Background: an optimization exercise with open tools, aiming at small area, a short achievable clock period and few clock cycles per item. Do not read the settings as production practice.
In this exercise RTL edits were held to simulation tests only and were not proved equivalent to the original.
Power figures rest on the tool's default switching activity, not on a simulated workload.

==> flow/design.v <==
module tyu_opnd (
    input  wire [7:0]  tag,
    input  wire [63:0] pay,
    output wire        is_empty,
    output wire        is_pending,
    output wire        is_fault,
    output wire        reserved,     
    output wire        misaligned,   
    output wire        is_fix,
    output wire        is_flo,
    output wire        is_rat,
    output wire        is_char,
    output wire        is_nil,
    output wire        is_bool,
    output wire        is_unbound,
    output wire        is_oct,
    output wire        is_obj,
    output wire        is_big,
    output wire        is_lref
);
    assign is_empty   = (tag == 8'h00);
    assign is_fix     = (tag == 8'h04);
    assign is_flo     = (tag == 8'h08);
    assign is_rat     = (tag == 8'h0C);
    assign is_char    = (tag == 8'h10);
    assign is_nil     = (tag == 8'h14);
    assign is_bool    = (tag == 8'h15);
    assign is_unbound = (tag == 8'h16);
    assign is_oct     = (tag == 8'h18);
    assign is_pending = (tag == 8'h20);
    assign is_fault   = (tag == 8'h24);
    assign is_lref    = (tag >= 8'h40) && (tag <= 8'h57);
    assign is_obj     = (tag[7:2] == 6'h11);
    assign is_big     = (tag[7:2] == 6'h13);
    wire defined = is_empty | is_fix | is_flo | is_rat | is_char | is_nil | is_bool |
                   is_unbound | is_oct | is_pending | is_fault |
                   (tag == 8'h28) | (tag == 8'h2C) | (tag == 8'h2D) | (tag == 8'h30) |
                   (tag == 8'h34) | (tag == 8'h38) | is_lref | (tag == 8'h58) |
                   (tag == 8'h80) | (tag == 8'h84);
    wire [31:0] den = pay[31:0];
    wire char_bad = (pay[63:21] != 43'd0) ||
                    ((pay[20:0] >= 21'h00D800) && (pay[20:0] <= 21'h00DFFF)) ||
                    (pay[20:0] > 21'h10FFFF);
    wire noncanon = (is_rat && (den < 32'd2)) ||
                    (is_char && char_bad) ||
                    (is_nil && (pay != 64'd0)) ||
                    (is_bool && (pay[63:1] != 63'd0)) ||
                    (is_unbound && (pay[63:32] != 32'd0)) ||
                    (is_lref && (pay[63:48] != 16'd0));
    assign reserved   = !defined || noncanon;
    assign misaligned = is_lref && (pay[3:0] != 4'd0);
endmodule
module tyu_lod (
    input  wire [63:0] x,
    output wire [6:0]  n
);
    wire [31:0] v1; wire [31:0] p1;
    wire [15:0] v2; wire [31:0] p2;
    wire [7:0]  v3; wire [23:0] p3;
    wire [3:0]  v4; wire [15:0] p4;
    wire [1:0]  v5; wire [9:0]  p5;
    wire        v6; wire [5:0]  p6;
    genvar i;
    generate
        for (i = 0; i < 32; i = i + 1) begin : l1
            assign v1[i] = x[2*i+1] | x[2*i];
            assign p1[i] = x[2*i+1];
        end
        for (i = 0; i < 16; i = i + 1) begin : l2
            assign v2[i] = v1[2*i+1] | v1[2*i];
            assign p2[2*i +: 2] = v1[2*i+1] ? {1'b1, p1[2*i+1]} : {1'b0, p1[2*i]};
        end
        for (i = 0; i < 8; i = i + 1) begin : l3
            assign v3[i] = v2[2*i+1] | v2[2*i];
            assign p3[3*i +: 3] = v2[2*i+1] ? {1'b1, p2[2*(2*i+1) +: 2]} : {1'b0, p2[2*(2*i) +: 2]};
        end
        for (i = 0; i < 4; i = i + 1) begin : l4
            assign v4[i] = v3[2*i+1] | v3[2*i];
            assign p4[4*i +: 4] = v3[2*i+1] ? {1'b1, p3[3*(2*i+1) +: 3]} : {1'b0, p3[3*(2*i) +: 3]};
        end
        for (i = 0; i < 2; i = i + 1) begin : l5
            assign v5[i] = v4[2*i+1] | v4[2*i];
            assign p5[5*i +: 5] = v4[2*i+1] ? {1'b1, p4[4*(2*i+1) +: 4]} : {1'b0, p4[4*(2*i) +: 4]};
        end
    endgenerate
    assign v6 = v5[1] | v5[0];
    assign p6 = v5[1] ? {1'b1, p5[9:5]} : {1'b0, p5[4:0]};
    assign n  = v6 ? ({1'b0, p6} + 7'd1) : 7'd0;
endmodule
module voirbo_tyu (
    input  wire        clk,
    input  wire        rst,
    input  wire        in_valid,
    output wire        in_ready,
    input  wire [5:0]  in_op,
    input  wire        in_ovf_en,
    input  wire        in_divz_en,
    input  wire [7:0]  in_a_tag,
    input  wire [63:0] in_a,
    input  wire [7:0]  in_b_tag,
    input  wire [63:0] in_b,
    input  wire [7:0]  in_c_tag,
    input  wire [63:0] in_c,
    output reg         out_valid,
    output reg  [1:0]  out_status,
    output reg  [7:0]  out_tag,
    output reg  [63:0] out_pay,
    output reg  [63:0] out_hi,
    output reg  [15:0] out_code
);
    localparam OP_ADD = 6'h00, OP_SUB = 6'h01, OP_MUL = 6'h02, OP_QUO = 6'h03,
               OP_REM = 6'h04, OP_ADDW = 6'h05, OP_SUBW = 6'h06, OP_MULW = 6'h07,
               OP_NEG = 6'h08, OP_ABS = 6'h09, OP_ZEROP = 6'h0A, OP_NUMEQ = 6'h0B,
               OP_LT = 6'h0C, OP_LE = 6'h0D, OP_GT = 6'h0E, OP_GE = 6'h0F,
               OP_AND = 6'h10, OP_OR = 6'h11, OP_XOR = 6'h12, OP_LNOT = 6'h13,
               OP_SHL = 6'h14, OP_SHR = 6'h15, OP_SHRL = 6'h16, OP_BYTE = 6'h17,
               OP_SETBYTE = 6'h18, OP_BITS = 6'h19, OP_POPCNT = 6'h1A, OP_CLZ = 6'h1B,
               OP_TOOCT = 6'h1C, OP_OCT2F = 6'h1D, OP_OCT2N = 6'h1E, OP_CHAR2N = 6'h1F,
               OP_N2CHAR = 6'h20, OP_TYPECODE = 6'h21, OP_EQ = 6'h22;
    localparam ST_OK = 2'd0, ST_FAULT = 2'd1, ST_PROMOTE = 2'd2, ST_DEFER = 2'd3;
    localparam F_EMPTY_READ = 16'h0101, F_TAG_RESERVED = 16'h0102, F_TYPE = 16'h0103,
               F_UNBOUND = 16'h0106, F_MISALIGNED = 16'h0107, F_BOUNDS = 16'h0108,
               F_OVERFLOW = 16'h0201, F_DIVZERO = 16'h0202, F_ILLEGAL_OP = 16'h0302;
    localparam T_FIX = 8'h04, T_FLO = 8'h08, T_RAT = 8'h0C, T_CHAR = 8'h10,
               T_BOOL = 8'h15, T_OCT = 8'h18, T_FAULT = 8'h24;
    localparam [63:0] MINFIX = 64'h8000_0000_0000_0000;
    function [11:0] booth_dec;
        input [8:0] x;
        integer t;
        begin
            booth_dec = 12'd0;
            for (t = 0; t < 4; t = t + 1) begin
                booth_dec[t]     = x[2*t] ^ x[2*t+1];
                booth_dec[4 + t] = (x[2*t+2] & !x[2*t+1] & !x[2*t]) |
                                   (!x[2*t+2] & x[2*t+1] & x[2*t]);
                booth_dec[8 + t] = x[2*t+2];
            end
        end
    endfunction
    function [8:0] mgroup;
        input [63:0] m;
        input [7:0]  oh;
        integer g;
        begin
            mgroup = 9'd0;
            for (g = 0; g < 8; g = g + 1)
                if (oh[g]) mgroup = mgroup | ((g == 0) ? {m[7:0], 1'b0} : m[8*g-1 +: 9]);
        end
    endfunction
    wire a_empty, a_pend, a_fault, a_res, a_mis, a_fix, a_flo, a_rat, a_char, a_nil,
         a_bool, a_unb, a_oct, a_obj, a_big, a_lref;
    wire b_empty, b_pend, b_fault, b_res, b_mis, b_fix, b_flo, b_rat, b_char, b_nil,
         b_bool, b_unb, b_oct, b_obj, b_big, b_lref;
    wire c_empty, c_pend, c_fault, c_res, c_mis, c_fix, c_flo, c_rat, c_char, c_nil,
         c_bool, c_unb, c_oct, c_obj, c_big, c_lref;
    tyu_opnd u_opa (.tag(in_a_tag), .pay(in_a), .is_empty(a_empty), .is_pending(a_pend),
        .is_fault(a_fault), .reserved(a_res), .misaligned(a_mis), .is_fix(a_fix),
        .is_flo(a_flo), .is_rat(a_rat), .is_char(a_char), .is_nil(a_nil), .is_bool(a_bool),
        .is_unbound(a_unb), .is_oct(a_oct), .is_obj(a_obj), .is_big(a_big), .is_lref(a_lref));
    tyu_opnd u_opb (.tag(in_b_tag), .pay(in_b), .is_empty(b_empty), .is_pending(b_pend),
        .is_fault(b_fault), .reserved(b_res), .misaligned(b_mis), .is_fix(b_fix),
        .is_flo(b_flo), .is_rat(b_rat), .is_char(b_char), .is_nil(b_nil), .is_bool(b_bool),
        .is_unbound(b_unb), .is_oct(b_oct), .is_obj(b_obj), .is_big(b_big), .is_lref(b_lref));
    tyu_opnd u_opc (.tag(in_c_tag), .pay(in_c), .is_empty(c_empty), .is_pending(c_pend),
        .is_fault(c_fault), .reserved(c_res), .misaligned(c_mis), .is_fix(c_fix),
        .is_flo(c_flo), .is_rat(c_rat), .is_char(c_char), .is_nil(c_nil), .is_bool(c_bool),
        .is_unbound(c_unb), .is_oct(c_oct), .is_obj(c_obj), .is_big(c_big), .is_lref(c_lref));
    wire [6:0] s1_ua, s1_ub;
    tyu_lod u_lda (.x(in_a ^ {64{in_a[63]}}), .n(s1_ua));
    tyu_lod u_ldb (.x(in_b ^ {64{in_b[63]}}), .n(s1_ub));
    wire s1_fixfix = a_fix & b_fix;
    wire s1_bzero  = (in_b == 64'd0);
    wire s1_amin   = (in_a == MINFIX);
    wire s1_bm1    = (in_b == {64{1'b1}});
    wire s1_mul  = ((in_op == OP_MUL) | (in_op == OP_MULW)) & s1_fixfix;
    wire s1_swap = (s1_ub > s1_ua);
    wire [7:0] s1_usum  = {1'b0, s1_ua} + {1'b0, s1_ub};
    wire [7:0] s1_oha   = 8'd1 << s1_ua[5:3];
    wire [7:0] s1_ohb   = 8'd1 << s1_ub[5:3];
    wire [7:0] s1_moh   = s1_swap ? s1_oha : s1_ohb;
    wire [63:0] s1_mpl  = s1_swap ? in_a : in_b;
    wire [8:0] s1_mga   = mgroup(in_a, s1_oha);
    wire [8:0] s1_mgb   = mgroup(in_b, s1_ohb);
    wire [11:0] s1_bd   = booth_dec(s1_swap ? s1_mga : s1_mgb);
    wire s1_pc = (in_op == OP_POPCNT) & (a_fix | a_oct);
    wire signed [8:0] s1_q  = $signed({2'b00, s1_ua}) + $signed({8'd0, in_a[63]}) + 9'sd1 -
                              $signed({2'b00, s1_ub});
    wire signed [8:0] s1_q2 = (s1_q + 9'sd1) & ~9'sd1;
    wire [5:0] s1_dcnt = (s1_q2 >= 9'sd64) ? 6'd32 : s1_q2[6:1];
    wire s1_div = ((in_op == OP_QUO) | (in_op == OP_REM)) & s1_fixfix & !s1_bzero &
                  !((in_op == OP_QUO) & s1_amin & s1_bm1) & (s1_q > 9'sd0);
    wire s1_is_sh  = (in_op == OP_SHL) | (in_op == OP_SHR);
    wire s1_is_div = (in_op == OP_QUO) | (in_op == OP_REM);
    wire signed [17:0] s1_cnts = (in_op == OP_SHR) ? -$signed(in_b[17:0]) : $signed(in_b[17:0]);
    wire        s1_shleft = !s1_cnts[17];
    wire        s1_shbig  = s1_shleft && (s1_cnts > 18'sd63);
    wire signed [17:0] s1_rcnt = -s1_cnts;
    wire [5:0]  s1_ramt = (s1_rcnt > 18'sd63) ? 6'd63 : s1_rcnt[5:0];
    wire [5:0]  s1_tsh  = s1_cnts[5:0];
    wire        s1_shfits = ({1'b0, s1_ua} + {2'b00, s1_tsh}) <= 8'd63;
    reg  [6:0]  s1_rx;
    always @* begin
        if (in_op == OP_BYTE) s1_rx = {1'b0, in_b[2:0], 3'b000};
        else if (s1_is_sh)    s1_rx = {1'b0, s1_ramt};
        else                  s1_rx = {1'b0, in_b[5:0]};
    end
    wire [6:0]  s1_sht = (s1_is_sh & s1_shleft) ? {1'b0, s1_tsh} : (7'd64 - s1_rx);
    wire s1_char_ok = ((in_a <= 64'h0000_D7FF) ||
                       ((in_a >= 64'h0000_E000) && (in_a <= 64'h0010_FFFF)));
    wire s1_cnt_rng = (in_b[63:16] == 48'd0) ||
                      ((in_b[63:16] == {48{1'b1}}) && (in_b[15:0] != 16'd0));
    reg        r_full, r_first;
    reg [5:0]  r_cnt;
    reg [7:0]  r_moh;
    reg [11:0] r_bd;
    reg        r_pc;
    reg        r_mul, r_div;
    reg        r_mfit, r_movf;     
    reg [5:0]  r_op;
    reg        r_ovf, r_divz;
    reg [7:0]  r_at, r_bt;
    reg [63:0] r_a, r_b;
    reg [6:0]  r_ua;
    reg [6:0]  r_sht;
    reg        r_shleft, r_shbig, r_shfits;
    reg        r_ares, r_amis, r_bres, r_bmis;
    reg        r_cpend, r_cfault, r_cempty, r_cres, r_cmis, r_cunb, r_cfix;
    reg [15:0] r_ccode;
    reg [7:0]  r_c8;
    reg        r_chi8z, r_chi7z;
    reg        r_char_ok, r_cnt_rng, r_b063, r_b07, r_bzero, r_azero, r_amin, r_eq;
    wire [63:0] a = r_a;
    wire [63:0] b = r_b;
    wire [7:0]  at = r_at;
    wire [7:0]  bt = r_bt;
    wire ta_empty = (at == 8'h00), ta_fix = (at == 8'h04), ta_flo = (at == 8'h08),
         ta_rat = (at == 8'h0C), ta_char = (at == 8'h10), ta_nil = (at == 8'h14),
         ta_bool = (at == 8'h15), ta_unb = (at == 8'h16), ta_oct = (at == 8'h18),
         ta_pend = (at == 8'h20), ta_fault = (at == 8'h24),
         ta_lref = (at >= 8'h40) && (at <= 8'h57),
         ta_obj = (at[7:2] == 6'h11), ta_big = (at[7:2] == 6'h13);
    wire tb_empty = (bt == 8'h00), tb_fix = (bt == 8'h04), tb_flo = (bt == 8'h08),
         tb_rat = (bt == 8'h0C), tb_unb = (bt == 8'h16), tb_oct = (bt == 8'h18),
         tb_pend = (bt == 8'h20), tb_fault = (bt == 8'h24),
         tb_lref = (bt >= 8'h40) && (bt <= 8'h57),
         tb_obj = (bt[7:2] == 6'h11), tb_big = (bt[7:2] == 6'h13);
    wire a_num = ta_fix | ta_flo | ta_rat | ta_big | ta_obj;
    wire b_num = tb_fix | tb_flo | tb_rat | tb_big | tb_obj;
    reg [1:0] nops;
    reg       legal;
    always @* begin
        legal = 1'b1;
        case (r_op)
            OP_NEG, OP_ABS, OP_ZEROP, OP_LNOT, OP_POPCNT, OP_CLZ, OP_TOOCT, OP_OCT2F,
            OP_OCT2N, OP_CHAR2N, OP_N2CHAR, OP_TYPECODE: nops = 2'd1;
            OP_SETBYTE, OP_BITS: nops = 2'd3;
            default: begin
                nops = 2'd2;
                if (r_op > OP_EQ) legal = 1'b0;
            end
        endcase
    end
    wire ub = (nops != 2'd1);
    wire uc = (nops == 2'd3);
    wire cnt_z     = (r_cnt == 6'd0);
    wire mul_step  = r_full & r_mul & (r_moh != 8'd0);
    wire mul_amb   = !r_mfit & !r_movf;
    wire div_setup = r_full & r_div & r_first;
    wire div_step  = r_full & r_div & !r_first & !cnt_z;
    wire fin_mulf  = mul_step & r_moh[0] & !mul_amb;       
    wire fin_muls  = r_full & r_mul & (r_moh == 8'd0);     
    wire fin_mul   = fin_mulf | fin_muls;
    wire fin_div   = r_full & r_div & !r_first & cnt_z;
    wire pc_first  = r_full & r_pc & r_first;
    wire single    = r_full & !r_mul & !r_div & !pc_first;
    wire done      = single | fin_mul | fin_div;
    assign in_ready = !r_full | done;
    wire accept = in_valid & in_ready;
    wire [63:0] dr1   = {out_hi[62:0], out_pay[63]};
    wire        sub_m = r_div ? !b[63] : !((r_op == OP_ADD) | (r_op == OP_ADDW));
    wire [64:0] add_x = r_div ? {1'b0, dr1} : {a[63], a};
    wire [65:0] s66   = {add_x, 1'b1} + {{b[63], b} ^ {65{sub_m}}, sub_m};
    wire [64:0] s65   = s66[65:1];
    wire        s_ovf = (s65[64] != s65[63]);
    wire        lt_s  = s65[64];
    wire        fin_quo = (r_op == OP_QUO);
    wire [63:0] neg_in  = fin_div ? (fin_quo ? out_pay : out_hi)
                                  : (ta_rat ? {a[63:32], 32'd0} : a);
    wire [63:0] nega    = 64'd0 - neg_in;
    wire [63:0] amag    = a[63] ? nega : a;
    wire        sh_left  = r_shleft;
    wire        sh_big   = r_shbig;
    wire        shl_fits = r_shfits;
    wire is_sh  = (r_op == OP_SHL) | (r_op == OP_SHR);
    wire is_div = (r_op == OP_QUO) | (r_op == OP_REM);
    wire [6:0]  sh_t    = is_div ? (7'd64 - {r_cnt, 1'b0}) : r_sht;
    wire        rs_fill = is_sh & a[63];
    wire [63:0] rot_in  = is_div ? amag : a;
    wire [127:0] rot_x  = {rot_in, rot_in} << sh_t[5:0];
    wire [63:0] rot     = rot_x[127:64];
    reg  [63:0] sh_m;
    integer mi;
    always @* begin
        for (mi = 0; mi < 64; mi = mi + 1)
            sh_m[mi] = (mi < sh_t);
    end
    wire [63:0] rsh = (rot & sh_m) | ({64{rs_fill}} & ~sh_m);
    wire [63:0] lsh = rot & ~sh_m;
    wire byte_val_ok = r_chi8z;
    reg  [63:0] setbyte_res;
    always @* begin
        setbyte_res = a;
        setbyte_res[b[2:0]*8 +: 8] = r_c8;
    end
    wire [6:0] c7 = r_c8[6:0];
    wire bits_s_ok = r_chi7z && (c7 != 7'd0) && (c7 <= 7'd64);
    wire [7:0] bits_end = {2'b00, b[5:0]} + {1'b0, c7};
    wire bits_ok = r_b063 && bits_s_ok && (bits_end <= 8'd64);
    reg  [63:0] bits_mask;
    integer bi;
    always @* begin
        for (bi = 0; bi < 64; bi = bi + 1)
            bits_mask[bi] = (bi < c7);
    end
    wire [63:0] bits_res = rot & bits_mask;
    reg [63:0] pc_bytes;
    reg [6:0]  popcnt;
    integer pi, pj;
    always @* begin
        pc_bytes = 64'd0;
        for (pi = 0; pi < 8; pi = pi + 1)
            for (pj = 0; pj < 8; pj = pj + 1)
                pc_bytes[8*pi +: 4] = pc_bytes[8*pi +: 4] + {3'd0, a[8*pi + pj]};
        popcnt = (({3'd0, out_pay[3:0]} + {3'd0, out_pay[11:8]}) +
                  ({3'd0, out_pay[19:16]} + {3'd0, out_pay[27:24]})) +
                 (({3'd0, out_pay[35:32]} + {3'd0, out_pay[43:40]}) +
                  ({3'd0, out_pay[51:48]} + {3'd0, out_pay[59:56]}));
    end
    wire [6:0] clz    = a[63] ? 7'd0 : (7'd64 - r_ua);
    wire eq_tag = (ta_lref && tb_lref) ? (at[7:2] == bt[7:2]) : (at == bt);
    wire [11:0] nx_bd = booth_dec(mgroup(b, r_moh >> 1));
    reg  [64:0] mu [0:3];
    reg  [7:0]  pcor;
    integer t;
    always @* begin
        pcor = 8'd0;
        for (t = 0; t < 4; t = t + 1) begin : booth
            reg [64:0] row;
            row = (r_bd[t] ? {a[63], a} : 65'd0) | (r_bd[4+t] ? {a, 1'b0} : 65'd0);
            row = row ^ {65{r_bd[8+t]}};
            mu[t] = {~row[64], row[63:0]};
            pcor[2*t] = r_bd[8+t];
        end
    end
    wire [127:0] acc_in = r_first ? 128'd0 : {out_hi, out_pay};
    wire [75:0] mo0 = {2'b00, acc_in[65:0], pcor};
    wire [75:0] mo1 = {11'd0, mu[0]};
    wire [75:0] mo2 = {9'd0, mu[1], 2'd0};
    wire [75:0] mo3 = {7'd0, mu[2], 4'd0};
    wire [75:0] mo4 = {5'd0, mu[3], 6'd0};
    wire [75:0] mo5 = {4'hF, 8'hAB, 64'd0};
    wire [75:0] ms1 = mo0 ^ mo1 ^ mo2, mc1 = ((mo0 & mo1) | (mo0 & mo2) | (mo1 & mo2)) << 1;
    wire [75:0] ms2 = mo3 ^ mo4 ^ mo5, mc2 = ((mo3 & mo4) | (mo3 & mo5) | (mo4 & mo5)) << 1;
    wire [75:0] ms3 = ms1 ^ mc1 ^ ms2, mc3 = ((ms1 & mc1) | (ms1 & ms2) | (mc1 & ms2)) << 1;
    wire [75:0] ms4 = ms3 ^ mc3 ^ mc2, mc4 = ((ms3 & mc3) | (ms3 & mc2) | (mc3 & mc2)) << 1;
    wire [75:0] ml  = ms4 + mc4;
    wire        m_dec = ml[75];
    wire        m_inc = !ml[75] & ml[74];
    wire [53:0] mh_x  = acc_in[119:66];
    wire [53:0] mh_p1 = mh_x + 54'd1;
    wire [53:0] mh_m1 = mh_x - 54'd1;
    wire [53:0] mh_y  = m_dec ? mh_m1 : (m_inc ? mh_p1 : mh_x);
    wire [127:0] acc_nx = {mh_y, ml[73:0]};
    wire mul_fits = (out_hi == {64{out_pay[63]}});
    wire [64:0] dbx = {1'b1, b ^ {64{!b[63]}}};       
    wire [64:0] dt1 = s65;
    wire        dq1 = !dt1[64];
    wire [63:0] dn1 = dq1 ? dt1[63:0] : dr1;
    wire [63:0] dr2 = {dn1[62:0], out_pay[62]};
    wire [65:0] dt2x = {1'b0, dr2, 1'b1} + {dbx, !b[63]};
    wire [64:0] dt2 = dt2x[65:1];
    wire        dq2 = !dt2[64];
    wire [63:0] dn2 = dq2 ? dt2[63:0] : dr2;
    reg [1:0]  d_status;
    reg [7:0]  d_tag;
    reg [63:0] d_pay;
    reg [63:0] d_hi;
    reg [15:0] d_code;
    always @* begin
        d_status = ST_OK;
        d_tag    = 8'd0;
        d_pay    = 64'd0;
        d_hi     = 64'd0;
        d_code   = 16'd0;
        if (!legal) begin
            d_status = ST_FAULT; d_code = F_ILLEGAL_OP;
        end else if ((uc && r_cpend) || (ub && tb_pend) || ta_pend) begin
            d_status = ST_DEFER;
        end else if ((uc && r_cfault) || (ub && tb_fault) || ta_fault) begin
            d_status = ST_FAULT;
            if (uc && r_cfault)      d_code = r_ccode;
            else if (ub && tb_fault) d_code = b[63:48];
            else                     d_code = a[63:48];
        end else if ((uc && r_cempty) || (ub && tb_empty) || ta_empty) begin
            d_status = ST_FAULT; d_code = F_EMPTY_READ;
        end else if ((uc && (r_cres || r_cmis)) || (ub && (r_bres || r_bmis)) || r_ares || r_amis) begin
            d_status = ST_FAULT;
            if (uc && (r_cres || r_cmis))      d_code = r_cres ? F_TAG_RESERVED : F_MISALIGNED;
            else if (ub && (r_bres || r_bmis)) d_code = r_bres ? F_TAG_RESERVED : F_MISALIGNED;
            else                               d_code = r_ares ? F_TAG_RESERVED : F_MISALIGNED;
        end else if (r_op != OP_TYPECODE && ((uc && r_cunb) || (ub && tb_unb) || ta_unb)) begin
            d_status = ST_FAULT; d_code = F_UNBOUND;
        end else begin
            d_status = ST_FAULT; d_code = F_TYPE;
            case (r_op)
                OP_ADD, OP_SUB: begin
                    if (ta_fix && tb_fix) begin
                        d_tag = T_FIX; d_code = 16'd0; d_pay = s65[63:0];
                        if (s_ovf) begin
                            if (r_ovf) begin
                                d_status = ST_FAULT; d_code = F_OVERFLOW; d_tag = 8'd0; d_pay = 64'd0;
                            end else begin
                                d_status = ST_PROMOTE; d_hi = {64{s65[64]}};
                            end
                        end else begin
                            d_status = ST_OK;
                        end
                    end else if (a_num && b_num) begin
                        d_status = ST_DEFER; d_code = 16'd0;
                    end
                end
                OP_MUL: begin
                    if (a_num && b_num) begin
                        d_status = ST_DEFER; d_code = 16'd0;
                    end
                end
                OP_QUO, OP_REM: begin
                    if ((ta_fix || ta_big) && (tb_fix || tb_big)) begin
                        d_code = 16'd0;
                        if (tb_fix && r_bzero) begin
                            if (r_divz) begin
                                d_status = ST_FAULT; d_code = F_DIVZERO;
                            end else begin
                                d_status = ST_OK; d_tag = T_FAULT; d_pay = {F_DIVZERO, 48'd0};
                            end
                        end else if (ta_big || tb_big) begin
                            d_status = ST_DEFER;
                        end else if (r_op == OP_QUO && r_amin && r_b == {64{1'b1}}) begin
                            if (r_ovf) begin
                                d_status = ST_FAULT; d_code = F_OVERFLOW;
                            end else begin
                                d_status = ST_PROMOTE; d_tag = T_FIX; d_pay = MINFIX;
                            end
                        end else begin
                            d_status = ST_OK; d_tag = T_FIX;
                            d_pay = (r_op == OP_QUO) ? 64'd0 : a;
                        end
                    end
                end
                OP_ADDW, OP_SUBW: begin
                    if (ta_fix && tb_fix) begin
                        d_status = ST_OK; d_code = 16'd0; d_tag = T_FIX; d_pay = s65[63:0];
                    end
                end
                OP_NEG, OP_ABS: begin
                    if (ta_fix) begin
                        d_code = 16'd0; d_tag = T_FIX;
                        if (r_op == OP_ABS && !a[63]) begin
                            d_status = ST_OK; d_pay = a;
                        end else if (r_amin) begin
                            if (r_ovf) begin
                                d_status = ST_FAULT; d_code = F_OVERFLOW; d_tag = 8'd0;
                            end else begin
                                d_status = ST_PROMOTE; d_pay = MINFIX;
                            end
                        end else begin
                            d_status = ST_OK; d_pay = nega;
                        end
                    end else if (ta_flo) begin
                        d_status = ST_OK; d_code = 16'd0; d_tag = T_FLO;
                        d_pay = {(r_op == OP_NEG) ? ~a[63] : 1'b0, a[62:0]};
                    end else if (ta_rat) begin
                        d_code = 16'd0;
                        if (a[63:32] == 32'h8000_0000) begin
                            d_status = ST_DEFER;
                        end else begin
                            d_status = ST_OK; d_tag = T_RAT;
                            if (r_op == OP_NEG || a[63]) d_pay = {nega[63:32], a[31:0]};
                            else                         d_pay = a;
                        end
                    end else if (ta_big || ta_obj) begin
                        d_status = ST_DEFER; d_code = 16'd0;
                    end
                end
                OP_ZEROP: begin
                    if (ta_fix || ta_flo || ta_rat) begin
                        d_status = ST_OK; d_code = 16'd0; d_tag = T_BOOL;
                        if (ta_fix)      d_pay = {63'd0, r_azero};
                        else if (ta_flo) d_pay = {63'd0, a[62:0] == 63'd0};
                        else             d_pay = 64'd0;
                    end else if (ta_big || ta_obj) begin
                        d_status = ST_DEFER; d_code = 16'd0;
                    end
                end
                OP_NUMEQ, OP_LT, OP_LE, OP_GT, OP_GE: begin
                    if (ta_fix && tb_fix) begin
                        d_status = ST_OK; d_code = 16'd0; d_tag = T_BOOL;
                        case (r_op)
                            OP_NUMEQ: d_pay = {63'd0, r_eq};
                            OP_LT:    d_pay = {63'd0, lt_s};
                            OP_LE:    d_pay = {63'd0, lt_s | r_eq};
                            OP_GT:    d_pay = {63'd0, !(lt_s | r_eq)};
                            default:  d_pay = {63'd0, !lt_s};
                        endcase
                    end else if (a_num && b_num) begin
                        d_status = ST_DEFER; d_code = 16'd0;
                    end
                end
                OP_AND, OP_OR, OP_XOR: begin
                    if ((ta_fix && tb_fix) || (ta_oct && tb_oct)) begin
                        d_status = ST_OK; d_code = 16'd0; d_tag = at;
                        if (r_op == OP_AND)     d_pay = a & b;
                        else if (r_op == OP_OR) d_pay = a | b;
                        else                    d_pay = a ^ b;
                    end
                end
                OP_LNOT: begin
                    if (ta_fix || ta_oct) begin
                        d_status = ST_OK; d_code = 16'd0; d_tag = at; d_pay = ~a;
                    end
                end
                OP_SHL, OP_SHR: begin
                    if (tb_fix && ta_fix && r_cnt_rng) begin
                        d_code = 16'd0; d_tag = T_FIX;
                        if (!sh_left) begin
                            d_status = ST_OK; d_pay = rsh;
                        end else if (r_azero) begin
                            d_status = ST_OK; d_pay = 64'd0;
                        end else if (!sh_big && shl_fits) begin
                            d_status = ST_OK; d_pay = lsh;
                        end else if (r_ovf) begin
                            d_status = ST_FAULT; d_code = F_OVERFLOW; d_tag = 8'd0;
                        end else if (!sh_big) begin
                            d_status = ST_PROMOTE; d_pay = lsh; d_hi = rsh;
                        end else begin
                            d_status = ST_DEFER; d_tag = 8'd0;
                        end
                    end else if (tb_fix && ta_big && r_cnt_rng) begin
                        d_status = ST_DEFER; d_code = 16'd0;
                    end else if (tb_fix && ta_oct && r_op == OP_SHL && r_b063) begin
                        d_status = ST_OK; d_code = 16'd0; d_tag = T_OCT; d_pay = lsh;
                    end
                end
                OP_SHRL: begin
                    if (tb_fix && (ta_fix || ta_oct) && r_b063) begin
                        d_status = ST_OK; d_code = 16'd0; d_tag = at; d_pay = rsh;
                    end
                end
                OP_BYTE: begin
                    if ((ta_fix || ta_oct) && tb_fix) begin
                        if (r_b07) begin
                            d_status = ST_OK; d_code = 16'd0; d_tag = T_FIX; d_pay = {56'd0, rsh[7:0]};
                        end else begin
                            d_code = F_BOUNDS;
                        end
                    end
                end
                OP_SETBYTE: begin
                    if ((ta_fix || ta_oct) && tb_fix && r_cfix) begin
                        if (r_b07 && byte_val_ok) begin
                            d_status = ST_OK; d_code = 16'd0; d_tag = at; d_pay = setbyte_res;
                        end else begin
                            d_code = F_BOUNDS;
                        end
                    end
                end
                OP_BITS: begin
                    if ((ta_fix || ta_oct) && tb_fix && r_cfix) begin
                        if (bits_ok) begin
                            d_status = ST_OK; d_code = 16'd0; d_tag = T_FIX; d_pay = bits_res;
                        end else begin
                            d_code = F_BOUNDS;
                        end
                    end
                end
                OP_POPCNT, OP_CLZ: begin
                    if (ta_fix || ta_oct) begin
                        d_status = ST_OK; d_code = 16'd0; d_tag = T_FIX;
                        d_pay = {57'd0, (r_op == OP_POPCNT) ? popcnt : clz};
                    end
                end
                OP_TOOCT: begin
                    if (ta_fix || ta_flo || ta_rat || ta_char || ta_nil || ta_bool || ta_oct) begin
                        d_status = ST_OK; d_code = 16'd0; d_tag = T_OCT; d_pay = a;
                    end
                end
                OP_OCT2F, OP_OCT2N: begin
                    if (ta_oct) begin
                        d_status = ST_OK; d_code = 16'd0; d_pay = a;
                        d_tag = (r_op == OP_OCT2F) ? T_FLO : T_FIX;
                    end
                end
                OP_CHAR2N: begin
                    if (ta_char) begin
                        d_status = ST_OK; d_code = 16'd0; d_tag = T_FIX; d_pay = a;
                    end
                end
                OP_N2CHAR: begin
                    if (ta_fix && r_char_ok) begin
                        d_status = ST_OK; d_code = 16'd0; d_tag = T_CHAR; d_pay = a;
                    end
                end
                OP_TYPECODE: begin
                    d_status = ST_OK; d_code = 16'd0; d_tag = T_FIX; d_pay = {58'd0, at[7:2]};
                end
                OP_EQ: begin
                    d_status = ST_OK; d_code = 16'd0; d_tag = T_BOOL;
                    d_pay = {63'd0, eq_tag && r_eq};
                end
                default: ;
            endcase
        end
    end
    reg [1:0]  f_status;
    reg [7:0]  f_tag;
    reg [63:0] f_pay;
    reg [63:0] f_hi;
    reg [15:0] f_code;
    always @* begin
        f_status = ST_OK; f_tag = T_FIX; f_pay = out_pay; f_hi = 64'd0; f_code = 16'd0;
        if (fin_div) begin
            f_pay = (fin_quo ? (a[63] ^ b[63]) : a[63]) ? nega : neg_in;
        end else if (fin_muls) begin
            if (!mul_fits) begin
                if (r_ovf) begin
                    f_status = ST_FAULT; f_code = F_OVERFLOW; f_tag = 8'd0; f_pay = 64'd0;
                end else begin
                    f_status = ST_PROMOTE; f_hi = out_hi;
                end
            end
        end else begin
            f_pay = acc_nx[63:0];
            if (r_movf) begin
                if (r_ovf) begin
                    f_status = ST_FAULT; f_code = F_OVERFLOW; f_tag = 8'd0; f_pay = 64'd0;
                end else begin
                    f_status = ST_PROMOTE; f_hi = acc_nx[127:64];
                end
            end
        end
    end
    always @(posedge clk) begin
        if (rst) begin
            r_full    <= 1'b0;
            out_valid <= 1'b0;
        end else begin
            out_valid <= done;
            if (accept) begin
                r_full  <= 1'b1;
                r_first <= 1'b1;
                r_mul   <= s1_mul;
                r_mfit  <= (in_op == OP_MULW) | (s1_usum <= 8'd62);
                r_movf  <= (in_op == OP_MUL) & (s1_usum >= 8'd66);
                r_div   <= s1_div;
                r_cnt   <= s1_dcnt;
                r_moh   <= s1_moh;
                r_bd    <= s1_bd;
                r_pc    <= s1_pc;
            end else if (done) begin
                r_full <= 1'b0;
            end else if (r_full) begin
                r_first <= 1'b0;
                if (mul_step | div_step) r_cnt <= r_cnt - 6'd1;
                r_moh <= r_moh >> 1;
                r_bd  <= nx_bd;
            end
        end
        out_status <= single ? d_status : f_status;
        out_tag    <= single ? d_tag    : f_tag;
        out_code   <= single ? d_code   : f_code;
        if (single) begin
            out_pay <= d_pay; out_hi <= d_hi;
        end else if (fin_mul | fin_div) begin
            out_pay <= f_pay; out_hi <= f_hi;
        end else if (r_pc) begin
            out_pay <= pc_bytes;
        end else if (r_mul) begin
            out_hi <= acc_nx[127:64]; out_pay <= acc_nx[63:0];
        end else if (r_first) begin
            out_hi <= rsh; out_pay <= lsh;
        end else begin
            out_hi <= dn2; out_pay <= {out_pay[61:0], dq1, dq2};
        end
        if (accept) begin
            r_op  <= in_op; r_ovf <= in_ovf_en; r_divz <= in_divz_en;
            r_at  <= in_a_tag; r_bt <= in_b_tag;
            r_a   <= (s1_mul & s1_swap) ? in_b : in_a;
            r_b   <= s1_mul ? s1_mpl : in_b;
            r_ua  <= s1_ua;
            r_sht <= s1_sht; r_shleft <= s1_shleft; r_shbig <= s1_shbig; r_shfits <= s1_shfits;
            r_ares <= a_res; r_amis <= a_mis; r_bres <= b_res; r_bmis <= b_mis;
            r_cpend <= c_pend; r_cfault <= c_fault; r_cempty <= c_empty;
            r_cres <= c_res; r_cmis <= c_mis; r_cunb <= c_unb; r_cfix <= c_fix;
            r_ccode <= in_c[63:48]; r_c8 <= in_c[7:0];
            r_chi8z <= (in_c[63:8] == 56'd0); r_chi7z <= (in_c[63:7] == 57'd0);
            r_char_ok <= s1_char_ok; r_cnt_rng <= s1_cnt_rng;
            r_b063 <= (in_b[63:6] == 58'd0); r_b07 <= (in_b[63:3] == 61'd0);
            r_bzero <= s1_bzero; r_azero <= (in_a == 64'd0); r_amin <= s1_amin;
            r_eq <= (in_a == in_b);
        end
    end
endmodule
==> flow/run.sh <==
#!/bin/bash
# synth_recipe.tcl (not shown) runs the flow's synth.tcl, then flattens the netlist and writes it again
# the make line also repeats each setting of config.mk as NAME=value (left out here)
make -C /OpenROAD-flow-scripts/flow DESIGN_CONFIG=/design/flow/config.mk WORK_HOME=/design/flow/orfs CLKGATE_MAP_FILE= SYNTH_SCRIPT=/design/flow/synth_recipe.tcl finish
==> flow/config.mk <==
export PLATFORM = sky130hd
export DESIGN_NAME = voirbo_tyu
export DESIGN_NICKNAME = voirbo_tyu
export VERILOG_FILES = /design/flow/design.v
export SDC_FILE = /design/flow/constraint.sdc
export NUM_CORES = 4
export LEC_CHECK = 0
export CAP_MARGIN = 25
export CORE_MARGIN = 2
export CORE_UTILIZATION = 30
export PLACE_DENSITY = 0.5
export SETUP_SLACK_MARGIN = 5
export SLEW_MARGIN = 30
==> flow/constraint.sdc <==
create_clock -name core_clock -period 14.0 [get_ports {clk}]
set_input_delay 2.8000 -clock core_clock [delete_from_list [all_inputs] [get_ports {clk}]]
set_output_delay 2.8000 -clock core_clock [all_outputs]
set_load 0.01 [all_outputs]
==> summary.md, run 1 <==
| Metric | Value |
|---|---|
| Status | `timing/DRC/antenna clean` |
| DRC viols | `0` |
| CP max-delay cell | `nor3_1` |
| Hold path start | `r_ccode[3]` |
| Hold_ws | `554 ps` |
| GR Util All Layers | `0.542` |
| GP Congestion | `around 1.2` |
| Initial DRC Count | `between 20000 and 25000` |
| Library cells used by synthesis | `approximately 120` |
| Yosys Warn Count | `2` |
| Nets | `between 10000 and 15000` |
| H-Tree Depth | `2` |
| # rows | `between 150 and 200` |
| Crit end category | `flop` |
| Post-DP HPWL | `between 600000 and 700000 µm` |
| Crit path from | `r_cnt[0]` |
| Cell count after synthesis | `between 10000 and 15000` |
| CP Max Fanout | `21` |
| Syn avg cell area | `~7.2 µm²` |
| Number of routed nets with antenna violations | `0` |
| Worst-Margin Slew | `around 1300 ps` |
| Wire per inst | `~50 µm` |
| Syn-to-layout area delta | `21.3%` |
| Netlist Area Pre-Place | `around 0.084 mm²` |
| Clock sink count | `between 400 and 500` |
| Vias post-DR | `roughly 120k` |
| Post-synth EDFFs | `about 370` |
| Hold crit path type | `reg -> reg` |
| Initial core utilization | `0.301` |
| Drt first pass iters | `20` |
| Hold Fails Final Rpt | `0` |
| Num CTS Buffers | `between 60 and 70` |
| Final period util | `0.675` |
| Fin worst setup slack | `4550 ps` |
| Clk latency of the worst-skew pair | `between 800 and 900 ps` |
| Worst r2r src | `r_cnt[0]` |
| #FFs+latches synth | `between 400 and 500` |
| Leak | `~39 nW` |
| Root buffer cell | `clkbuf_16` |
| Arr. time, crit path | `approximately 10000 ps` |
| Skew final | `82.3 ps` |
| Largest net degree at the start of global routing | `163` |
| I/O pin total | `383` |
| Fin crit period | `~9400 ps` |
| Asr flop ratio synth | `0` |
| Die outline width | `533 µm` |
| Pwr/cell area | `roughly 320 mW/mm²` |
| # port buffers | `roughly 380` |
| Grt met3 use | `0.276` |
| CP most frequent cell | `buf_4` |
| Pins over their slew limit | `0` |
| WP data required | `roughly 15000 ps` |
| Worst-path clk slew | `roughly 60 ps` |
| Seq/Total Area, Yosys | `0.140` |
| Endpoints failing setup | `0` |
| CP peak stage delay | `approximately 870 ps` |
| Die height | `approximately 530 µm` |
| Number of vias per cell | `approximately 7.3` |
| Fillcell total | `29487` |
| Detailed Route WL | `slightly above 800000 µm` |
| Met1 usage | `0.614` |
| Busiest grt layer | `met2` |
| Number of global-route vias before repair | `103251` |
| CP Buf/Inv Count | `6` |
| Pre-CTS WS | `~2500 ps` |
| Max-cap violations | `0` |
| CORE AREA | `about 0.28 mm²` |
| Max frequency | `106 MHz` |
| CP Class | `reg -> reg` |
| Peak supply drop | `~1100 µV` |
| Clock Tree Buf Depth | `3` |
| Layout cells sized above 1 | `0.145` |
| Grt total ovfl | `0` |
| Met2 Use GR | `0.729` |
| Die ar. | `approximately 0.28 mm²` |
| Slew headroom | `0.148` |
| RSZ-0062 raised after global routing | `true` |
| CTS tree | `yes` |
| Main flop type after synthesis | `edfxtp_1` |
| Worst setup SP type | `flop` |
| Global-route wire length before repair | `approximately 1000000 µm` |
| CP top delay family | `simple AND/OR/NAND/NOR gates` |
| Final TNS setup | `0 ps` |
| Initial antenna violation count | `168` |
-- cell usage after synthesis (38+ instances only) --
library cell  number  area (µm²)
o22ai_1          171        1070
nand3_1          342        1710
mux2_2           153        1720
a221oi_1          99         867
o2111ai_1         40         350
o21ai_0          797        3990
a21o_1           158        1190
inv_1            623        2340
xor2_1           303        2650
or4_1             72         541
nor2b_1           88         551
a32oi_1           39         342
nor2_1           951        3570
xnor2_1          516        4520
o211ai_1         153        1150
mux2i_1          148        1480
a31oi_1          203        1270
o21a_1            64         480
o21bai_1          49         368
ha_1             507        6340
a211oi_1         168        1260
or2_2             55         344
nand2_1         1224        4590
a211o_1           45         394
buf_2             38         190
edfxtp_1         374       11200
fa_1             247        4940
and2_1            87         544
nor4_1           160        1000
clkbuf_1         822        3090
a221o_1           39         390
nand4_1          148         926
and3_1           104         651
a22oi_1          385        2890
nor3_1           300        1500
or3_1             96         601
buf_1            155         582
o221ai_1          69         604
a21oi_1          827        4140
nand2b_1          70         438
o31ai_1           75         563
-- repair_timing --
item / 4_1_cts / 5_1_grt
resized for setup: 152 / 318
gates cloned: 9 / 7
setup buffers: 54 / 84
endpoints found under the setup margin: 260 / 185
hold buffers: 0 / 0
pin swaps: 33 / 84
-- registers in the layout, indices dropped and copies added (netlist names), 8 cells and up --
register,flops
r_bt,8
r_moh,8
out_tag,8
r_ccode,16
r_bd,12
r_c8,8
r_a,64
out_code,16
out_pay,64
r_at,8
out_hi,64
r_b,64
-- report_power, final --
part           switching (mW)  total (mW)  internal (mW)  leakage (nW)
clock                   0.848        1.83          0.981          1.06
sequential              0.587        2.26           1.67          3.99
combinational            20.3        28.9           8.51          33.9
-- tightest hold or removal path, cell delays in order (launching register included) --
cell and delay (ps):
edfxtp_1 320, o21ai_0 80, a21oi_1 120
-- path summary, 6_finish.rpt --
kind | endpoint | slack, ps | cells after the start
hold / removal | out_code[3] | 550 | 2
hold reg to reg | out_code[3] | 550 | 2
setup reg to reg | out_pay[14] | 4550 | 25
setup / recovery | out_pay[14] | 4550 | 25
-- cell families after synthesis --
family	after synthesis	share of synthesized area
AND/OR/NAND/NOR	3835	0.218
other	1	0.0000447
adder cells (fa/ha/maj)	756	0.135
XOR/XNOR	820	0.0857
flip-flops	402	0.140
buffers and inverters	1647	0.0745
multiplexers	309	0.0403
AO/OA/AOI/OAI	3868	0.307
-- cells in the final DEF (no fill, tap or decap), drive strengths merged, types with 91 or more instances in the layout --
master,Yosys,routed
fa,247,247
and3,104,104
nor4,171,171
or3,97,97
diode,0,132
buf,197,851
edfxtp,374,374
o211ai,156,156
nor2,954,954
xnor2,516,516
o21ai,821,821
inv,626,635
mux2,153,153
ha,507,507
nand4,149,149
a31oi,204,204
nand2,1224,1224
nand3,342,342
and2,91,91
a21o,158,158
nor3,304,304
a211oi,168,168
clkdlybuf4s50,0,341
a21oi,829,829
o22ai,171,171
xor2,304,304
a22oi,385,385
mux2i,150,150
a221oi,104,104
-- layer usage --
metal  up-vias  part of all wire
li1      43734                 -
met1     56370              0.35
met2     11212              0.38
met3      3723              0.15
met4        76              0.12
met5         -            0.0013
-- final cells by class --
| type | instances | area (µm²) | share of cell area |
|---|---|---|---|
| multi-input cells | 9594 | 69100 | 0.679 |
| flip-flops and latches | 402 | 11800 | 0.116 |
| repair buffers | 1245 | 11400 | 0.112 |
| well taps | 3724 | 4660 | 0.0458 |
| inverters | 628 | 2380 | 0.0234 |
| clock buffers | 66 | 1580 | 0.0155 |
| clock inverters | 49 | 616 | 0.00605 |
| diodes | 132 | 330 | 0.00325 |
-- stage by stage --
stage	std cells	power (mW)	instance area, µm²	util
6_report	15840	32.9	102000	0.365
5_1_grt	15748	33.1	102000	0.364
4_1_cts	15606	29.6	98700	0.354
3_5_place_dp	15428	27.4	95300	0.342
3_3_place_gp	15414	27.1	94800	0.340
2_1_floorplan	11640	14.8	84000	-
Testbench counts, summed over its fixed seeds: cycles 55,487, ops 32,000.
==> run 2, diff against run 1 <==
--- a/flow/config.mk
+++ b/flow/config.mk
@@ -8,6 +8,6 @@
 export CAP_MARGIN = 25
 export CORE_MARGIN = 2
-export CORE_UTILIZATION = 30
-export PLACE_DENSITY = 0.5
+export CORE_UTILIZATION = 40
+export PLACE_DENSITY = 0.62
 export SETUP_SLACK_MARGIN = 5
 export SLEW_MARGIN = 30
==> run 2 against run 1 <==
Compared with the run above: the run now fails in global routing (5_1_grt); synthesized area is the same; synthesized cell count is the same.
==> summary.md, run 2 <==
| Metric | Value |
|---|---|
| Status | `did not finish` |
| Halt Stage | `global routing (5_1_grt)` |
| Err | `[ERROR GRT-0116] Global routing finished with congestion. Check the congestion regions in the DRC Viewer.` |
| Seq/Total Area, Yosys | `0.140` |
| Top cells by count, synth | `nand2_1, nor2_1, a21oi_1` |
| Root buffer cell | `clkbuf_16` |
| Die height | `approximately 460 µm` |
| Top cells by area, synth | `edfxtp_1, ha_1, fa_1` |
| Initial core utilization | `0.401` |
| Largest net degree at the start of global routing | `155` |
| # rows | `168` |
| Netlist Area Pre-Place | `about 0.084 mm²` |
| Die outline width | `462 µm` |
| Clock Tree Buf Depth | `3` |
| Top cell type's share of synthesized area | `0.134` |
| Global-route wire length before repair | `approximately 1100000 µm` |
| Placed cells | `between 10000 and 15000` |
| I/O pin total | `383` |
| # port buffers | `around 380` |
| Post-synth EDFFs | `374` |
| Placed cell areas | `between 0.09 and 0.1 mm²` |
| Hold_buf cts | `0` |
| Main flop type after synthesis | `edfxtp_1` |
| Syn avg cell area | `7.21 µm²` |
| Post-DP HPWL | `roughly 580000 µm` |
| Post-synth top area cell | `edfxtp_1` |
| Asr flop ratio synth | `0` |
| Grt total ovfl | `76` |
| Num CTS Buffers | `52` |
| Cell count after synthesis | `about 12000` |
| GR Util All Layers | `0.737` |
| Yosys Warn Count | `2` |
| Count leader, synth | `nand2_1` |
| #FFs+latches synth | `~400` |
| Number of global-route vias before repair | `approximately 120k` |
| GP Congestion | `around 1.4` |
| Clock sink count | `between 400 and 500` |
| H-Tree Depth | `2` |
| Library cells used by synthesis | `115` |
## run 2: cell counts after synthesis
No cell type changed its count.
## run 2: logic make-up after synthesis
kind of cell               share of synthesized area
adders and majority gates                      0.135
buffers and inverters                         0.0745
AOI/OAI and AO/OA                              0.307
other                                      0.0000447
xor gates and xnor gates                      0.0857
and+or+nand+nor                                0.218
DFF                                            0.140
muxes                                         0.0403
## run 2: worst max path at each step
| stage | start | endpoint | slack [ps] | depth (start not counted) |
|---|---|---|---|---|
| after CTS | r_at[4] | out_hi[6] | 4990 | 20 |
| after detailed placement | r_op[5] | out_hi[49] | 2380 | 33 |
| after global placement | r_op[3] | out_hi[49] | 1860 | 32 |
| after floorplan | in_a[63] | r_cnt[2] | 5060 | 29 |
## run 2: metal layers
| metal | overflow | track usage |
|---|---|---|
| met1 | 2 | 0.752 |
| met5 | 0 | 0.400 |
| met4 | 34 | 0.676 |
| met2 | 38 | 0.854 |
| met3 | 2 | 0.639 |
## run 2: timing repair
item,CTS
pin swaps,20
gates resized for setup,120
gates cloned,8
setup buffers,55
setup endpoints to repair,242
## run 2: power by group through the flow
stage                     Combinational, mW  Clock, mW  Sequential (mW)
after floorplan                        12.8          0             1.98
after global placement                 23.6          0             2.30
after detailed placement               24.0          0             2.30
after CTS                              24.5       1.46             2.27
## run 2: stage by stage
step                hold WS (ps)  setup slack, ps  utilization
floorplan                    506             5060            -
global placement             547             1860        0.443
detailed placement           546             2380        0.445
CTS                          560             4990        0.459
==> run 3, diff against run 2 <==
--- a/flow/config.mk
+++ b/flow/config.mk
@@ -6,8 +6,8 @@
 export NUM_CORES = 4
 export LEC_CHECK = 0
-export CAP_MARGIN = 25
+export CAP_MARGIN = 60
 export CORE_MARGIN = 2
-export CORE_UTILIZATION = 40
-export PLACE_DENSITY = 0.62
+export CORE_UTILIZATION = 25
+export PLACE_DENSITY = 0.42
 export SETUP_SLACK_MARGIN = 5
-export SLEW_MARGIN = 30
+export SLEW_MARGIN = 60
==> run 3 against run 2 <==
Compared with the run above: now clean on timing, DRC and antenna; synthesized cell count unchanged; synthesized area unchanged.
==> summary.md, run 3 <==
| Metric | Value |
|---|---|
| CP top delay family | `simple AND/OR/NAND/NOR gates` |
| Layout cells sized above 1 | `0.202` |
| Netlist Area Pre-Place | `about 0.084 mm²` |
| Wire per inst | `51.7 µm` |
| Critical path cell sequence | `or4_4 > nor3_2 > buf_4 > nor2_2 > buf_4 > a21oi_1 > ha_1 > buf_4 > o31ai_4 > or4_1 > buf_4 > or4_1 > buf_4 > nor3_4 > xor2_2 > a221oi_1 > clkbuf_1 > mux2_2 > mux2_2 > a22oi_1 > o311a_4 > o21ai_0 > a21oi_1 > o21ai_1` |
| Hold Path End | `out_code[2]` |
| DRC viols | `0` |
| Grt total ovfl | `0` |
| Nets | `13146` |
| Leak | `40.8 nW` |
| Arr. time, crit path | `just under 10000 ps` |
| Initial DRC Count | `~18000` |
| Post-synth top area cell | `edfxtp_1` |
| Number of vias per cell | `about 6.8` |
| Pwr/cell area | `around 320 mW/mm²` |
| Post-synth EDFFs | `~370` |
| Hold Fails Final Rpt | `0` |
| Root buffer cell | `clkbuf_16` |
| Clock sink count | `roughly 400` |
| Die height | `~580 µm` |
| Die outline width | `slightly below 600 µm` |
| I/O pin total | `approximately 380` |
| Initial core utilization | `0.252` |
| Fin worst setup slack | `4710 ps` |
| CP Max Fanout | `28` |
| Num CTS Buffers | `61` |
| Syn-to-layout area delta | `27.8%` |
| Status | `timing/DRC/antenna clean` |
| GR Util All Layers | `0.486` |
| Main flop type after synthesis | `edfxtp_1` |
| Final TNS setup | `0 ps` |
| Vias post-DR | `approximately 110k` |
| Largest net degree at the start of global routing | `100` |
| Asr flop ratio synth | `0` |
| Seq/Total Area, Yosys | `0.140` |
| R2r setup slk | `4710 ps` |
| Yosys Warn Count | `2` |
| Hold path start | `r_ccode[2]` |
| Die ar. | `~0.34 mm²` |
| Library cells used by synthesis | `between 100 and 150` |
| Post-DP HPWL | `691000 µm` |
| Worst R2R Path Depth | `24` |
| CP Class | `reg -> reg` |
| Clk latency of the worst-skew pair | `about 870 ps` |
| CP peak stage delay | `just over 700 ps` |
| CP most frequent cell | `buf_4` |
| Number of global-route vias before repair | `around 100k` |
| Final period util | `0.663` |
| Syn avg cell area | `~7.2 µm²` |
| Endpoints failing setup | `0` |
| Max frequency | `roughly 110 MHz` |
| Number of routed nets with antenna violations | `0` |
| CTS tree | `yes` |
| Most frequent cells in the layout | `nand2_1, nor2_1, buf_4, a21oi_1, o21ai_0` |
| Skew final | `roughly 63 ps` |
| Worst r2r src | `r_at[5]` |
| Pre-CTS WS | `roughly 2800 ps` |
| Clock Tree Buf Depth | `3` |
| RSZ-0062 raised after global routing | `true` |
| # rows | `around 210` |
| Count leader, synth | `nand2_1` |
| CP Buf/Inv Count | `6` |
| Worst-Margin Slew | `approximately 750 ps` |
| Fin crit period | `around 9300 ps` |
| Top cell type's share of synthesized area | `0.134` |
| H-Tree Depth | `2` |
| GP Congestion | `~1.1` |
| Leading cell type in the layout, fill and taps excluded | `nand2_1` |
| Top cells by count, synth | `nand2_1, nor2_1, a21oi_1` |
| #FFs+latches synth | `between 400 and 500` |
| CORE AREA | `roughly 0.33 mm²` |
| Detailed Route WL | `~860000 µm` |
| Top cells by area, synth | `edfxtp_1, ha_1, fa_1` |
| Fillcell total | `approximately 36000` |
| WP data required | `~14000 ps` |
| Worst setup SP type | `flop` |
| Pins over their slew limit | `0` |
| Reg-to-Reg End | `out_pay[20]` |
| Peak supply drop | `between 400 and 500 µV` |
| CP max-delay cell | `or4_1` |
| Drt first pass iters | `10` |
| Global-route wire length before repair | `approximately 1100000 µm` |
| Max-cap violations | `0` |
| Hold crit path type | `reg -> reg` |
| # port buffers | `382` |
| Worst-path clk slew | `~70 ps` |
| Hold_buf cts | `0` |
| Cell count after synthesis | `11638` |
| Slew headroom | `0.499` |
| Crit end category | `flop` |
| Hold path depth | `2` |
| Initial antenna violation count | `156` |
-- run 3: cell counts after synthesis --
Identical to the previous run, type by type.
-- run 3: cell type report --
type                            instances  area [µm²]  share of cell area
Antenna cell                           80         200             0.00187
Clock buffer                           65        1570              0.0147
Clock inverter                         51         658             0.00613
Inverter                              628        2390              0.0223
Multi-Input combinational cell       9591       71800               0.669
Sequential cell                       402       11800               0.110
Tap cell                             4387        5490              0.0512
Timing Repair Buffer                 1481       13400               0.125
-- run 3: stage by stage --
step / hold slack, ps / instances / utilization / total power, mW / instance area, µm²
2_1_floorplan: 506 / 11640 / - / 14.8 / 84000
3_3_place_gp: 551 / 16166 / 0.288 / 27.7 / 96200
3_5_place_dp: 536 / 16339 / 0.303 / 29.3 / 101000
4_1_cts: 550 / 16536 / 0.315 / 31.8 / 105000
5_1_grt: 587 / 16612 / 0.321 / 34.8 / 107000
6_report: 549 / 16685 / 0.321 / 34.2 / 107000
-- run 3: power breakdown --
| group | switching [mW] | internal, mW |
|---|---|---|
| Clock | 0.859 | 0.988 |
| Sequential | 0.320 | 1.67 |
| Combinational | 20.7 | 9.58 |
| Total | 21.9 | 12.2 |
-- run 3: worst max path at each step --
stage,startpoint,endpoint,slack (ps),cells after the start
detailed placement,r_op[5],out_hi[62],2770,41
CTS,r_op[5],out_hi[6],4950,44
global route,r_op[1],out_hi[57],4750,45
global placement,r_op[5],out_hi[57],2370,37
floorplan,in_a[63],r_cnt[2],5060,29
finish,r_at[5],out_pay[20],4710,24
-- run 3: timing repair --
action / in CTS / in global routing
pin swaps: 53 / 96
gates cloned: 10 / 3
buffers inserted: 71 / 49
resized for setup: 194 / 238
endpoints found under the setup margin: 207 / 145
-- run 3: cell families (layout without fill, tap and decap cells) --
| kind of cell | after synthesis | in the layout | synth area share |
|---|---|---|---|
| compound gates | 3868 | 3868 | 0.307 |
| simple gates | 3835 | 3835 | 0.218 |
| buf+inv | 1647 | 2225 | 0.0745 |
| xor+xnor | 820 | 820 | 0.0857 |
| fa+ha+maj | 756 | 756 | 0.135 |
| flops | 402 | 402 | 0.140 |
| mux | 309 | 309 | 0.0403 |
| other cells | 1 | 83 | 0.0000447 |
-- run 3: worst register-to-register path, stage by stage, from the launching register on --
cell,delay [ps]
edfxtp_1,610
or4_4,690
nor3_2,340
buf_4,420
nor2_2,100
buf_4,300
a21oi_1,470
ha_1,210
buf_4,260
o31ai_4,190
or4_1,710
buf_4,270
or4_1,500
buf_4,230
nor3_4,340
xor2_2,460
a221oi_1,210
clkbuf_1,170
mux2_2,410
mux2_2,340
a22oi_1,540
o311a_4,530
o21ai_0,150
a21oi_1,220
o21ai_1,260
-- run 3: routing by layer --
metal,up-vias,GRT usage,share of wire
li1,44203,-,-
met1,57409,0.603,0.39
met2,9398,0.683,0.40
met3,2405,0.172,0.12
met4,56,0.367,0.094
met5,-,0,0.00086
==> run 4, diff against run 3 <==
--- a/flow/design.v
+++ b/flow/design.v
@@ -170,7 +170,8 @@
     tyu_lod u_ldb (.x(in_b ^ {64{in_b[63]}}), .n(s1_ub));
     wire s1_fixfix = a_fix & b_fix;
-    wire s1_bzero  = (in_b == 64'd0);
+    wire s1_bzero  = (s1_ub == 7'd0) & !in_b[63];
+    wire s1_bm1    = (s1_ub == 7'd0) & in_b[63];
+    wire s1_azero  = (s1_ua == 7'd0) & !in_a[63];
     wire s1_amin   = (in_a == MINFIX);
-    wire s1_bm1    = (in_b == {64{1'b1}});
     wire s1_mul  = ((in_op == OP_MUL) | (in_op == OP_MULW)) & s1_fixfix;
     wire s1_swap = (s1_ub > s1_ua);
@@ -229,5 +230,5 @@
     reg [7:0]  r_c8;
     reg        r_chi8z, r_chi7z;
-    reg        r_char_ok, r_cnt_rng, r_b063, r_b07, r_bzero, r_azero, r_amin, r_eq;
+    reg        r_char_ok, r_cnt_rng, r_b063, r_b07, r_bzero, r_bm1, r_azero, r_amin;
     wire [63:0] a = r_a;
     wire [63:0] b = r_b;
@@ -284,4 +285,5 @@
     wire        s_ovf = (s65[64] != s65[63]);
     wire        lt_s  = s65[64];
+    wire        eq_v  = (s65[63:0] == 64'd0);    
     wire        fin_quo = (r_op == OP_QUO);
     wire [63:0] neg_in  = fin_div ? (fin_quo ? out_pay : out_hi)
@@ -446,5 +448,5 @@
                         end else if (ta_big || tb_big) begin
                             d_status = ST_DEFER;
-                        end else if (r_op == OP_QUO && r_amin && r_b == {64{1'b1}}) begin
+                        end else if (r_op == OP_QUO && r_amin && r_bm1) begin
                             if (r_ovf) begin
                                 d_status = ST_FAULT; d_code = F_OVERFLOW;
@@ -507,8 +509,8 @@
                         d_status = ST_OK; d_code = 16'd0; d_tag = T_BOOL;
                         case (r_op)
-                            OP_NUMEQ: d_pay = {63'd0, r_eq};
+                            OP_NUMEQ: d_pay = {63'd0, eq_v};
                             OP_LT:    d_pay = {63'd0, lt_s};
-                            OP_LE:    d_pay = {63'd0, lt_s | r_eq};
-                            OP_GT:    d_pay = {63'd0, !(lt_s | r_eq)};
+                            OP_LE:    d_pay = {63'd0, lt_s | eq_v};
+                            OP_GT:    d_pay = {63'd0, !(lt_s | eq_v)};
                             default:  d_pay = {63'd0, !lt_s};
                         endcase
@@ -616,5 +618,5 @@
                 OP_EQ: begin
                     d_status = ST_OK; d_code = 16'd0; d_tag = T_BOOL;
-                    d_pay = {63'd0, eq_tag && r_eq};
+                    d_pay = {63'd0, eq_tag && eq_v};
                 end
                 default: ;
@@ -706,6 +708,5 @@
             r_char_ok <= s1_char_ok; r_cnt_rng <= s1_cnt_rng;
             r_b063 <= (in_b[63:6] == 58'd0); r_b07 <= (in_b[63:3] == 61'd0);
-            r_bzero <= s1_bzero; r_azero <= (in_a == 64'd0); r_amin <= s1_amin;
-            r_eq <= (in_a == in_b);
+            r_bzero <= s1_bzero; r_bm1 <= s1_bm1; r_azero <= s1_azero; r_amin <= s1_amin;
         end
     end
==> run 4 against run 3 <==
Compared with the run above: hold slack improved by 15 ps; synthesized area is essentially flat; register-to-register slack improved by 60 ps; total power up 2.4%; still clean on timing, DRC and antenna.
==> summary.md, run 4 <==
| Metric | Value |
|---|---|
| # port buffers | `around 380` |
| Most frequent cells in the layout | `nand2_1, nor2_1, buf_4, a21oi_1, o21ai_0` |
| Layout cells sized above 1 | `0.190` |
| Post-DP HPWL | `around 710000 µm` |
| I/O pin total | `~380` |
| Worst r2r src | `r_op[5]` |
| Internal | `between 10 and 15 mW` |
| Routed length on met2 | `around 350000 µm` |
| Leading cell type in the layout, fill and taps excluded | `nand2_1` |
| CORE AREA | `roughly 0.33 mm²` |
| Die outline width | `a little under 600 µm` |
| Pre-CTS WS | `~2900 ps` |
| Yosys Warn Count | `2` |
| Worst-Margin Slew | `between 700 and 800 ps` |
| Drt first pass iters | `9` |
| Number of global-route vias before repair | `a little over 100k` |
| Hold_buf cts | `0` |
| Crit path from | `r_op[5]` |
| Design Area, Final | `around 0.11 mm²` |
| R2r setup slk | `between 4000 and 5000 ps` |
| Worst setup SP type | `flop` |
| Net Sw Frac | `0.653` |
| Peak supply drop | `between 1000 and 1500 µV` |
| Asr flop ratio synth | `0` |
| CP most frequent cell | `buf_4` |
| Max-cap violations | `0` |
| Pwr/cell area | `about 330 mW/mm²` |
| Final period util | `0.659` |
| CP Class | `reg -> reg` |
| Seq/Total Area, Yosys | `0.141` |
| Netlist Area Pre-Place | `approximately 0.084 mm²` |
| Wire per inst | `about 54 µm` |
| WP data required | `between 10000 and 15000 ps` |
| Max frequency | `roughly 110 MHz` |
| Slew headroom | `0.482` |
| Syn avg cell area | `roughly 7.2 µm²` |
| Clock sink count | `between 400 and 500` |
| Hold path start | `r_ccode[13]` |
| Nets | `13135` |
| Post-synth top area cell | `edfxtp_1` |
| Fin worst setup slack | `4770 ps` |
| Count leader, synth | `nand2_1` |
| Cell count after synthesis | `roughly 12000` |
| Top cell type's share of synthesized area | `0.134` |
| Crit end category | `flop` |
| Leak | `40.5 nW` |
| Top cells by area, synth | `edfxtp_1, ha_1, fa_1` |
| H-Tree Depth | `3` |
| Final TNS setup | `0 ps` |
| Final core utilization | `0.319` |
| Register area | `0.0118 mm²` |
| CTS tree | `yes` |
| Post-synth EDFFs | `approximately 370` |
| Final Total Pwr | `roughly 35 mW` |
| Skew final | `around 95 ps` |
| Syn-to-layout area delta | `26.9%` |
| Vias post-DR | `116072` |
| Initial DRC Count | `between 20000 and 25000` |
| Num CTS Buffers | `71` |
| Critical path cell sequence | `buf_4 > or4_2 > buf_4 > o21ai_1 > a21oi_1 > or2_1 > buf_4 > inv_1 > ha_2 > o221a_2 > and3_1 > buf_4 > nand3_1 > or3_4 > a21oi_4 > o31ai_4 > mux4_2 > mux2i_4 > nor3_1 > or4_1 > a221oi_2 > buf_4 > o22ai_1` |
| DRC viols | `0` |
| Root buffer cell | `clkbuf_16` |
| Clock Tree Buf Depth | `4` |
| Gate power share | `0.883` |
| # rows | `around 210` |
| Pins over their slew limit | `0` |
| Worst-path clk slew | `60 ps` |
| Clock power share | `0.057` |
| Library cells used by synthesis | `approximately 120` |
| Main flop type after synthesis | `edfxtp_1` |
| Hold Fails Final Rpt | `0` |
| Die height | `roughly 580 µm` |
| Grt total ovfl | `0` |
| Largest net degree at the start of global routing | `85` |
| CP Max Fanout | `15` |
| Status | `timing/DRC/antenna clean` |
| CP peak stage delay | `740 ps` |
| GP Congestion | `about 1.1` |
| Hold crit path type | `reg -> reg` |
| Top cells by count, synth | `nand2_1, nor2_1, a21oi_1` |
| Top layer in use | `met5` |
| DR WL met3 | `roughly 120000 µm` |
| Initial antenna violation count | `~200` |
| Arr. time, crit path | `9810 ps` |
| Endpoints failing setup | `0` |
| Fin crit period | `between 9000 and 10000 ps` |
| Die ar. | `around 0.34 mm²` |
| Initial core utilization | `0.251` |
| Number of routed nets with antenna violations | `0` |
| Fillcell total | `about 36000` |
| #FFs+latches synth | `about 400` |
| GR Util All Layers | `0.508` |
| RSZ-0062 raised after global routing | `false` |
| CP top delay family | `simple AND/OR/NAND/NOR gates` |
| Clk latency of the worst-skew pair | `900 ps` |
| Multi-input logic area | `approximately 0.071 mm²` |
| Number of vias per cell | `approximately 7` |
| CP Buf/Inv Count | `6` |
| CP max-delay cell | `or4_2` |
| Detailed Route WL | `about 900000 µm` |
| Wl on met1 | `between 300000 and 400000 µm` |
| Global-route wire length before repair | `about 1100000 µm` |
| Placed cell areas | `between 0.1 and 0.15 mm²` |
| P_sw | `~23 mW` |
| Sequential share of power | `0.060` |
==> run 4: cell types whose count changed after synthesis, sizes merged, moves of 28 or more <==
cell    before   now
o21ai      821   849
nand2     1224  1271
nor4       171   138
a21oi      829   865
a21o       158   190
clkbuf     822   718
xor2       304   256
==> run 4: worst paths after layout <==
kind,to,depth (start not counted)
hold reg to reg,out_code[13],2
setup / recovery,out_pay[28],23
hold / removal,out_code[13],2
setup reg to reg,out_pay[28],23
==> run 4: final cells by class <==
type | instances | share of cell area
multi-input combinational | 9628 | 0.671
timing repair buffer | 1427 | 0.118
sequential | 402 | 0.111
tap | 4387 | 0.0516
inverter | 626 | 0.0227
clock buffer | 84 | 0.0176
clock inverter | 37 | 0.00409
antenna | 150 | 0.00353
==> run 4: tightest hold or removal path, cell delays in order, from the launching register on <==
cell and delay, ps:
edfxtp_1 350, nor2_1 110, a211oi_1 60
==> run 4: cells by family after synthesis <==
logic type,count (synthesis),synth area share
AO/OA/AOI/OAI,3958,0.313
AND/OR/NAND/NOR,3854,0.220
buffers and inverters,1566,0.0718
XOR/XNOR,757,0.0792
adder cells (fa/ha/maj),753,0.134
flip-flops,402,0.141
multiplexers,302,0.0419
other,1,0.0000447
==> run 4: what timing repair did <==
item                       CTS  global route
resized for setup          117           113
setup buffers               45            35
gates cloned                 8             2
pin swaps                   28            30
setup endpoints to repair  213           156
==> run 4: metrics by stage <==
stage	instances	hold WS, ps
after floorplan	11595	536
after global placement	16197	547
after detailed placement	16357	554
after CTS	16531	567
after global routing	16607	590
final	16741	565
==> run 4: per-layer routing <==
layer / vias to the layer above / GRT usage
li1: 44326 / -
met1: 58162 / 0.597
met2: 10505 / 0.693
met3: 3015 / 0.223
met4: 64 / 0.446
met5: - / 0.00425
==> run 4: power by group through the flow <==
stage | combinational (mW) | clock (mW) | sequential (mW)
floorplan | 13.2 | 0 | 1.97
global placement | 26.2 | 0 | 2.19
detailed placement | 27.6 | 0 | 2.08
CTS | 28.3 | 1.99 | 2.05
global route | 31.2 | 2.01 | 2.06
finish | 30.9 | 1.99 | 2.09
Testbench counts of run 4, summed over its fixed seeds: cycles 55,487, ops 32,000.

[separate check: timing with driven ports]
Ports are ideal in the flow. The routed layouts listed here were re-timed in OpenROAD.
Step 1 sets driving cells, clkbuf_16 on the clock port and buf_2 on the other inputs (assumed; they add their load-dependent delay and slew).
Step 2 moves the port delays by t, midway between the first and last clock arrival at a register: inputs arrive t later, outputs are due t later. That takes back most of the time a late clock gives input paths.
a / b / c = ideal / step 1 / step 2; a / b = the first two.
| run | t (ns) | setup WS [ns] | worst hold slack (ns) | latest minus earliest clock arrival (ns) |
|---|---|---|---|---|
| run 1 | 0.932 | 4.550 / 4.550 / 4.367 | 0.554 / 0.554 / 0.554 | 0.082 / 0.083 |
| run 3 | 0.953 | 4.714 / 4.714 / 4.354 | 0.549 / 0.549 / 0.549 | 0.063 / 0.063 |
| run 4 | 0.964 | 4.773 / 4.773 / 4.202 | 0.565 / 0.565 / 0.565 | 0.094 / 0.095 |
After both steps setup and hold are still met in every run listed. The setup slack of run 4, which loses most, moves by 0.000 ns with the drivers and by -0.571 ns with both steps.
